This design comes from an exercise in tuning for small area, a short achievable clock period and few clock cycles on the open sky130 flow, not from production work.

Setup of alpha:
==> flow/design.v (excerpt) <==
module flush_cvt (
    input  wire        clk,
    input  wire        rst,
    input  wire        in_valid,
    output wire        in_ready,
    input  wire [95:0] in_acc,
    input  wire [1:0]  in_tag,
    input  wire [7:0]  in_level,
    input  wire [3:0]  in_fmt,
    input  wire        in_sr,
    input  wire [31:0] in_rand,
    output reg         out_valid,
    output reg  [31:0] out_data,
    output reg         out_overflow
);
    assign in_ready = 1'b1;
    reg        v1;
    reg [95:0] acc1;
    reg [1:0]  tag1;
    reg [7:0]  level1;
    reg [3:0]  fmt1;
    reg        sr1;
    reg [31:0] rnd1;
    always @(posedge clk) begin
        if (rst) v1 <= 1'b0;
        else     v1 <= in_valid;
        acc1   <= in_acc;
        tag1   <= in_tag;
        level1 <= in_level;
        fmt1   <= in_fmt;
        sr1    <= in_sr;
        rnd1   <= in_rand;
    end
    wire [63:0] win;
    wire        neg, zero, sticky, hix;
    wire [8:0]  zexp;
    flush_cvt_s1 u_s1 (.acc(acc1), .level(level1), .fmt(fmt1), .win(win), .neg(neg),
                       .zero(zero), .sticky(sticky), .hix(hix), .zexp(zexp));
    reg        v2;
    reg [63:0] win2;
    reg        neg2, zero2, sticky2, hix2;
    reg [8:0]  zexp2;
    reg [1:0]  tag2;
    reg [3:0]  fmt2;
    reg        sr2;
    reg [31:0] rnd2;
    always @(posedge clk) begin
        if (rst) v2 <= 1'b0;
        else     v2 <= v1;
        win2    <= win;
        neg2    <= neg;
        zero2   <= zero;
        sticky2 <= sticky;
        hix2    <= hix;
  ...
Size in the first run: ~300 flip-flops, ~180 I/O pins.
Settings: LEC_CHECK=0, CAP_MARGIN=20, CORE_MARGIN=2, CORE_UTILIZATION=60, PLACE_DENSITY=0.75, SLEW_MARGIN=20; clock period 34.0 ns.
standard.sh (not shown) runs the stock make flow with config.mk's settings and CLKGATE_MAP_FILE= SYNTH_SCRIPT=/design/flow/synth_recipe.tcl, a recipe that flattens the netlist after the stock synthesis.
==> flow/flow/run.sh <==
#!/bin/bash
# Standard layout (standard.sh, the standard flow's own ORFS run) with these changes:
#  - synthesis maps with flow/area.abc (ABC's &nf mapper) instead of ORFS's
#    ABC script; the rest of synthesis is synth_recipe.tcl unchanged, so the
#    registers and their names are those of the standard synthesis;
#  - ports are buffered with buf_1 cells instead of clkdlybuf4s50_1;
#  - clock tree: larger sink clusters driven by clkbuf_8, no dummy loads;
#  - timing repair aims for setup slack above SETUP_SLACK_MARGIN.
# make's output goes to make.log here; ORFS keeps each step's log under
# orfs/logs/.
set -euo pipefail
HERE=$(pwd)
export MY_ABC_SCRIPT=$HERE/flow/area.abc
export FLOW_SYNTH_TCL=$HERE/synth_recipe.tcl
bash standard.sh finish SYNTH_SCRIPT=$HERE/flow/synth.tcl \
  SETUP_SLACK_MARGIN=26.05 \
  "BUFFER_PORTS_ARGS=-buffer_cell sky130_fd_sc_hd__buf_1" \
  "CTS_ARGS=-sink_clustering_enable -repair_clock_nets -dont_use_dummy_load -root_buf sky130_fd_sc_hd__clkbuf_16 -buf_list sky130_fd_sc_hd__clkbuf_8 -sink_clustering_size 16 -sink_clustering_max_diameter 60" \
  > make.log 2>&1
==> flow/flow/area.abc <==
strash
&get -n
&fraig -x
&put
scorr
dc2
strash
&get -n
&dch -f
&nf -R 1000
&put
==> flow/flow/synth.tcl <==
# synth_recipe.tcl, with the liberty mapping done by our ABC script.
proc abc {args} {
  set i [lsearch -exact $args -script]
  if {$i >= 0} { set args [lreplace $args $i [expr {$i + 1}]] }
  set j [lsearch -exact $args -D]
  if {$j >= 0} { set args [lreplace $args $j [expr {$j + 1}]] }
  yosys abc -script $::env(MY_ABC_SCRIPT) {*}$args
}
source $::env(FLOW_SYNTH_TCL)
alpha | status: complete | timing, DRC, antenna: pass
diff inputs: alpha => beta
--- a/flow/flow/run.sh
+++ b/flow/flow/run.sh
@@ -15,3 +15,3 @@
 bash standard.sh finish SYNTH_SCRIPT=$HERE/flow/synth.tcl \
-  SETUP_SLACK_MARGIN=26.05 \
+  SETUP_SLACK_MARGIN=26.2 \
   "BUFFER_PORTS_ARGS=-buffer_cell sky130_fd_sc_hd__buf_1" \
[summary]
beta reached the final stage; the timing, DRC and antenna checks on its layout passed.
alpha closes out successfully: all stages finished, all timing, DRC and antenna checks passed.
In beta relative to alpha, cell area had gone up slightly.
Diff alpha..beta | distinct cell type count after synthesis | unchanged
The final routed wirelength across all metal layers on beta is in line with that on alpha.
Relative to alpha, beta improves smallest setup slack after layout.
Diff alpha -> beta | number of iterations in the first detailed-routing pass | increase of 1
In terms of synthesized cell area, beta and alpha differ only marginally.
The clock period minus final worst setup slack of beta was superior to that of alpha.
In terms of average routed wire per standard cell, beta and alpha differ only marginally.
No run of this note included a check of the RTL's function; only the layout flow was run.

[what the ideal ports hide]
How much do the figures lean on ideal ports? The routed layouts below were timed once more, with nothing changed but the port constraints. Step 1 sets driving cells, clkbuf_16 on the clock port and buf_2 on the other inputs (assumed; they add their load-dependent delay and slew). Step 2 times the ports against the registers' clock, not the clock port: input delays grow and output delays shrink by t, the midpoint of the rising clock arrivals with the driver on. Three values: no drivers, after step 1, after step 2; two values: the first two.
run | t (ns) | slack for setup (ns) | latest minus earliest clock arrival (ns) | worst slew at a driven data input, ns | pins driven straight from the clock port
alpha | 0.565 | 26.165 / 26.110 / 26.252 | 0.058 / 0.058 | 0.04 | 1
beta | 0.558 | 26.212 / 26.160 / 26.270 | 0.064 / 0.064 | 0.04 | 1
After both steps setup and hold are still met in every run listed.
